Background: an optimization exercise with open tools, aiming at small area, a short achievable clock period and few clock cycles. Do not read the settings as production practice.
Function was checked by simulation only, so behaviour that the tests miss may differ from the original.
Power and IR drop assume default switching activity.

File: config.mk
export PLATFORM = sky130hd
export DESIGN_NAME = canopy_fec_tx
export DESIGN_NICKNAME = canopy_fec_tx
export VERILOG_FILES = /design/flow/design.v
export SDC_FILE = /design/flow/constraint.sdc
export NUM_CORES = 4
export LEC_CHECK = 0
export CAP_MARGIN = 20
export CORE_MARGIN = 2
export CORE_UTILIZATION = 40
export SLEW_MARGIN = 20
File: constraint.sdc
create_clock -name core_clock -period 13.0 [get_ports {clk}]
set_input_delay 2.6000 -clock core_clock [delete_from_list [all_inputs] [get_ports {clk}]]
set_output_delay 2.6000 -clock core_clock [all_outputs]
set_load 0.01 [all_outputs]
File: design.v
module canopy_fec_tx (
    input  wire        clk,
    input  wire        rst,         
    input  wire        start,
    input  wire [30:0] seed,
    input  wire        in_valid,
    output wire        in_ready,
    input  wire [9:0]  in_sym,
    output reg         out_valid,
    input  wire        out_ready,
    output reg  [13:0] out_trits,
    output reg         out_first    
);
    localparam integer K = 528;
    localparam integer N = 544;
    localparam integer GROUPS_PER_SF = 5440;
    function [9:0] gf_mul(input [9:0] a, input [9:0] b);
        integer i;
        reg [9:0] acc;
        reg [9:0] sh;
        begin
            acc = 10'd0;
            sh  = a;
            for (i = 0; i < 10; i = i + 1) begin
                if (b[i])
                    acc = acc ^ sh;
                sh = {sh[8:0], 1'b0} ^ (sh[9] ? 10'h009 : 10'h000);
            end
            gf_mul = acc;
        end
    endfunction
    function [9:0] gen_coef(input integer i);
        case (i)
            0:  gen_coef = 10'h378;
            1:  gen_coef = 10'h3c0;
            2:  gen_coef = 10'h2ea;
            3:  gen_coef = 10'h1cd;
            4:  gen_coef = 10'h253;
            5:  gen_coef = 10'h0da;
            6:  gen_coef = 10'h269;
            7:  gen_coef = 10'h0cc;
            8:  gen_coef = 10'h01b;
            9:  gen_coef = 10'h2e8;
            10: gen_coef = 10'h3ed;
            11: gen_coef = 10'h28a;
            12: gen_coef = 10'h2d4;
            13: gen_coef = 10'h2ec;
            14: gen_coef = 10'h226;
            default: gen_coef = 10'h238;
        endcase
    endfunction
    reg  [20:0] bit_buf;
    reg  [4:0]  bit_cnt;
    wire        pop   = (bit_cnt >= 5'd11) && (!out_valid || out_ready) && !start;
    wire [4:0]  after_pop = pop ? bit_cnt - 5'd11 : bit_cnt;
    wire        room  = (after_pop <= 5'd11);
    reg  [9:0] par [0:15];
    reg  [9:0] pos;                        
    wire       in_data_phase = (pos < K);
    assign     in_ready      = in_data_phase && room && !start;
    wire       push          = room && !start && (in_data_phase ? in_valid : 1'b1);
    wire [9:0] cw_sym        = in_data_phase ? in_sym : par[15];
    wire [9:0] fb            = in_sym ^ par[15];
    integer i;
    always @(posedge clk) begin
        if (rst || start) begin
            pos <= 10'd0;
            for (i = 0; i < 16; i = i + 1)
                par[i] <= 10'd0;
        end else if (push) begin
            if (in_data_phase) begin
                par[0] <= gf_mul(fb, gen_coef(0));
                for (i = 1; i < 16; i = i + 1)
                    par[i] <= par[i-1] ^ gf_mul(fb, gen_coef(i));
            end else begin
                par[0] <= 10'd0;
                for (i = 1; i < 16; i = i + 1)
                    par[i] <= par[i-1];
            end
            pos <= (pos == N - 1) ? 10'd0 : pos + 10'd1;
        end
    end
    reg  [30:0] scr;
    reg  [30:0] scr_next;
    reg  [9:0]  key;
    integer b;
    always @(*) begin
        scr_next = scr;
        for (b = 9; b >= 0; b = b - 1) begin
            key[b]   = scr_next[30] ^ scr_next[27];
            scr_next = {scr_next[29:0], key[b]};
        end
    end
    always @(posedge clk) begin
        if (rst)
            scr <= 31'd0;
        else if (start)
            scr <= seed;
        else if (push)
            scr <= scr_next;
    end
    wire [9:0] scr_sym = cw_sym ^ key;
    reg [20:0] buf_next;
    always @(*) begin
        buf_next = pop ? {bit_buf[9:0], 11'd0} : bit_buf;
        if (push)
            buf_next = buf_next | ({scr_sym, 11'd0} >> after_pop);
    end
    always @(posedge clk) begin
        if (rst || start) begin
            bit_buf <= 21'd0;
            bit_cnt <= 5'd0;
        end else begin
            bit_buf <= buf_next;
            bit_cnt <= after_pop + (push ? 5'd10 : 5'd0);
        end
    end
    wire [10:0] group = bit_buf[20:10];
    reg  [13:0] trits;
    reg  [10:0] v;
    integer t;
    always @(*) begin
        v = group;
        for (t = 0; t < 7; t = t + 1) begin
            trits[2*t +: 2] = v % 3;
            v = v / 3;
        end
    end
    reg [12:0] grp_cnt;
    always @(posedge clk) begin
        if (rst || start) begin
            out_valid <= 1'b0;
            out_trits <= 14'd0;
            out_first <= 1'b0;
            grp_cnt   <= 13'd0;
        end else if (pop) begin
            out_valid <= 1'b1;
            out_trits <= trits;
            out_first <= (grp_cnt == 13'd0);
            grp_cnt   <= (grp_cnt == GROUPS_PER_SF - 1) ? 13'd0 : grp_cnt + 13'd1;
        end else if (out_ready) begin
            out_valid <= 1'b0;
        end
    end
endmodule
File: run.sh
#!/bin/bash
# synth_recipe.tcl (not shown) runs the flow's synth.tcl, then flattens the netlist and writes it again
# the make line also repeats each setting of config.mk as NAME=value (left out here)
make -C /OpenROAD-flow-scripts/flow DESIGN_CONFIG=/design/flow/config.mk WORK_HOME=/design/flow/orfs CLKGATE_MAP_FILE= SYNTH_SCRIPT=/design/flow/synth_recipe.tcl finish
==> notes.md <==
power breakdown:
group / total (mW) / internal (mW) / switching (mW) / leakage [nW]
logic: 1.48 / 0.618 / 0.857 / 5.86
registers: 0.845 / 0.819 / 0.0257 / 2.08
clock network: 0.833 / 0.494 / 0.339 / 0.480
total: 3.15 / 1.93 / 1.22 / 8.42
layout make-up:
class / count / area share, %
clock buffer: 43 / 3.90
clock inverter: 8 / 0.478
inverter: 35 / 0.631
multi-input combinational: 2045 / 61.8
sequential: 256 / 23.3
tap: 615 / 3.50
timing repair buffer: 165 / 6.39
through the flow:
step	setup WS (ps)	instance area, um2	util, %	cells
final	584	22000	46.4	3167
after floorplan	6.66	19300	-	2496
after CTS	55.5	21600	45.6	3145
after detailed placement	-93.3	20700	43.6	3094
after global placement	132	20700	43.5	3094
after global routing	-92.6	22000	46.4	3167
state kept, by name, summed over array words and instances, names as in the netlist:
| register | cells |
|---|---|
| bit_buf | 21 |
| bit_cnt | 5 |
| grp_cnt | 13 |
| out_first | 1 |
| out_trits | 14 |
| out_valid | 1 |
| par | 160 |
| pos | 10 |
| scr | 31 |
logic make-up (layout without fill, tap and decap cells):
group                    Yosys count  in the layout  synth area share [%]
AO/OA/AOI/OAI                    637            637                  23.5
flip-flops                       256            256                  26.9
buffers and inverters            195            251                  4.11
AND/OR/NAND/NOR                  899            899                  21.2
multiplexers                      33             33                  1.79
XOR/XNOR                         442            442                  20.3
adder cells (fa/ha/maj)           34             34                  2.22
metal layers:
layer,part of all wire [%],wire length [um]
met1,45,26000
met2,48,27500
met3,4.2,2410
met4,2.8,1620
met5,0,0
final timing paths:
check / slack, ps / end / start / depth (start not counted)
min: 450 / out_first / out_first / 2
max reg2reg: 580 / out_trits[13] / bit_buf[19] / 56
max: 580 / out_trits[13] / bit_buf[19] / 56
min reg2reg: 450 / out_first / out_first / 2
layout by cell type (no fill, tap or decap), types with 9 or more instances in the layout:
cell type        instances
nor4_1                  10
a22oi_1                 43
o31ai_1                 12
o211ai_1                23
nand2b_1                14
buf_4                  100
or3_1                   14
a21o_1                   9
clkdlybuf4s50_1         62
dfxtp_1                253
o21ai_0                 61
nor3_1                  33
inv_1                   33
a211oi_1               174
xor2_1                 178
nand4_1                 18
and3_1                  14
nand3_1                 51
and2_1                  14
a31oi_1                 30
xnor2_1                251
ha_1                    27
nor2b_1                 13
nand2_1                223
o21ai_1                 15
clkbuf_16               29
mux2i_1                 27
o21a_1                   9
nor2_1                 421
a211o_1                 10
o22ai_1                 14
xnor2_2                 12
a21oi_1                114
what timing repair did:
| action | CTS | global route |
|---|---|---|
| setup endpoints to repair | 2 | 4 |
| buffers inserted | 0 | 22 |
| endpoints found under the hold margin | 0 | 0 |
| pin swaps | 0 | 27 |
| resized for setup | 2 | 32 |
worst max-delay path: cells and delay by family, from the launching register on:
| kind | cells | cell delay [ps] |
|---|---|---|
| simple gates | 17 | 4380 |
| flops | 1 | 330 |
| xor+xnor | 5 | 740 |
| compound gates | 25 | 5060 |
| buf+inv | 1 | 210 |
| fa+ha+maj | 8 | 1580 |
==> notes.md <==
Status:
- The flow ran to the end and the layout has no timing, DRC or antenna violations.

Clocking:
- The H-tree depth is 1.
- The clock reaches the later pin of the worst-skew pair after 580 ps.
- Clock tree synthesis found a total of about 260 sinks.
- The worst-case clock buffer depth is 3.
- Clock-pin slew was measured on the worst setup and hold paths at 60 ps.
- After clock tree synthesis, the flow added hold-fix buffers numbering 0.
- The CTS tree is built.
- The CTS buffer count is 29.
- The cell sitting at the root of the clock tree is a clkbuf_16.

Synth:
- The fraction of post-synthesis cell area in the top cell type by area is between 20% and 30%.
- The Yosys step of the flow raised 2 warnings.
- When the netlist entered floorplanning its net count stood at around 2600.
- For this run, asynchronously set or reset flops after synthesis account for 0%.
- The gate count after technology mapping is about 2500.
- The number of enable flip-flop cells after synthesis is 0.
- nor2_1 is the most common cell in the netlist.
- In this run, distinct cell masters in the synthesized netlist total 112.
- The most frequently used flop master after synthesis is dfxtp_1.
- Yosys attributes the largest share of cell area to dfxtp_1 27%, xnor2_1 12%, nor2_1 8.3%.
- The average instance in the mapped netlist occupies between 7 and 8 um2.
- The netlist area before placement is around 19000 um2.
- The flop and latch count out of synthesis is approximately 260.
- The commonest cells after synthesis are 424 x nor2_1, 262 x xnor2_1, 256 x dfxtp_1, 226 x nand2_1, 180 x a211oi_1.
- Sequential elements use a little over a quarter of the synthesized area.
- Of all cell types, the one taking the most synthesized area is dfxtp_1.

Global routing:
- The overall global routing resource usage is around 22%.
- The global-route met1 utilization is between 20% and 30%.
- Summed over all layers, the global routing overflow is 0.
- The met3 layer usage reported by global route is under 10%.
- The first global-routing pass estimated about 92000 um of wire.
- The layer flagged by global routing as most heavily used is met2.
- The number of antenna violations at the first check in global routing came to 0.
- Entering global routing, the biggest net connects between 150 and 200 pins.
- The global-route met2 utilization is 38.4%.
- The via count of the first global-routing pass is 16877.

Power and ir drop:
- The areal power density over the cells is between 100 and 150 nW/um2.
- The leakage power is 8.42 nW.
- Summing internal, switching and leakage power gives between 3 and 4 mW.
- The maximum VDD drop is 106 uV.

STA:
- Timing would allow up to 0.0805 GHz.
- Headroom to the max-slew limit came out at 25.7%.
- The final period demand of the worst path is between 10000 and 15000 ps.
- Setup violations remaining at the end of the flow were counted as 0.
- Across all hold checks on the routed design, the worst slack comes to between 400 and 500 ps.
- The final sum of negative setup slack is 0 ps.
- The clock tree skew after final layout is ~28 ps.
- The final hold violation count was 0.
- The final count of pins violating max slew is 0.
- The transition time of the tightest slew-check pin is roughly 1100 ps.
- In the finished design, the share of the clock period the worst path needs comes to 95.5%.

Worst setup path:
- The worst setup path is captured at a flop.
- The maximum single-stage delay on the critical path is 580 ps.
- The worst setup path is launched from a flop.
- The arrival time at the worst endpoint is 12890 ps.
- The most prevalent standard cell on the critical path is xnor2_2.
- The path type of the worst setup path is reg2reg.
- For the worst setup path, the data required time is approximately 13000 ps.
- The cell with the largest stage delay on the worst path is or4_4.
- The maximum fanout along the worst path is 22.

Floorplan:
- Once the floorplan was initialized, standard cells occupied 40.2% of the core.
- In this run the core area contains 80 standard-cell rows.
- The full die area is around 49000 um2.
- The horizontal die dimension is ~220 um.
- The core region is ~47000 um2.
- The die is between 200 and 250 um tall.
- The top-level I/O count is 63.

Drt:
- The total iterations of the first detailed-routing run is 5.
- The remaining antenna violation count is 0.
- For this run, design rule violations remaining after detail routing come to 0.
- Dividing the detail-routed via count by the number of cells gives roughly 5.7.
- The total wire length after detailed routing is between 50000 and 60000 um.
- In this run, the number of DRC markers left after iteration 0 of detailed routing was 1478.
- Detailed routing inserted a total of around 18000 vias.
- The routed length per instance is 18.1 um.

Layout:
- The number of antenna diodes is 0.
- For this run, the post-layout net count is between 2000 and 3000.
- In the final layout, flip-flops and latches occupy roughly 5100 um2.
- Counting the fill cells in the layout gives 4755.
- Of the cells placed in the final design, the portion with a size suffix greater than 1 is 10.3%.
- The signed area change from the synthesized netlist to the final layout is 15.4%.
- The multi-input combinational cells in the finished layout cover a total of between 10000 and 15000 um2.

Placement:
- At the end of routability-driven placement, the weighted congestion stood at around 0.9.
- The HPWL after detailed placement is about 41000 um.
- The number of buffer cells added on primary ports is 62.

Min path:
- The type of the most critical hold path is reg2reg.

Flow run:
- The count of maximum capacitance violations is 0.
Testbench counts, summed over its fixed seeds: cycles 52,240.

-- static timing again, ports no longer ideal --
No port has a modelled driver above. Below, the same layout with a new extraction and two added sets of constraints. Step 1: set_driving_cell puts a clkbuf_16 on clk and a buf_2 on each other input, an assumption about the parent block. Step 2 moves the port delays by t, midway between the first and last clock arrival at a register: inputs arrive t later, outputs are due t later. That takes back most of the time a late clock gives input paths. Slacks: no drivers / after step 1 / after step 2; pairs: no drivers / after step 1.
t (ns): 0.617
setup slack, ns: 0.584 / 0.584 / 0.584
worst data-port slew with drivers (ns): 0.05
After both steps setup and hold are still met in this run. The setup slack of this run moves by 0.000 ns with the drivers and by 0.000 ns with both steps.
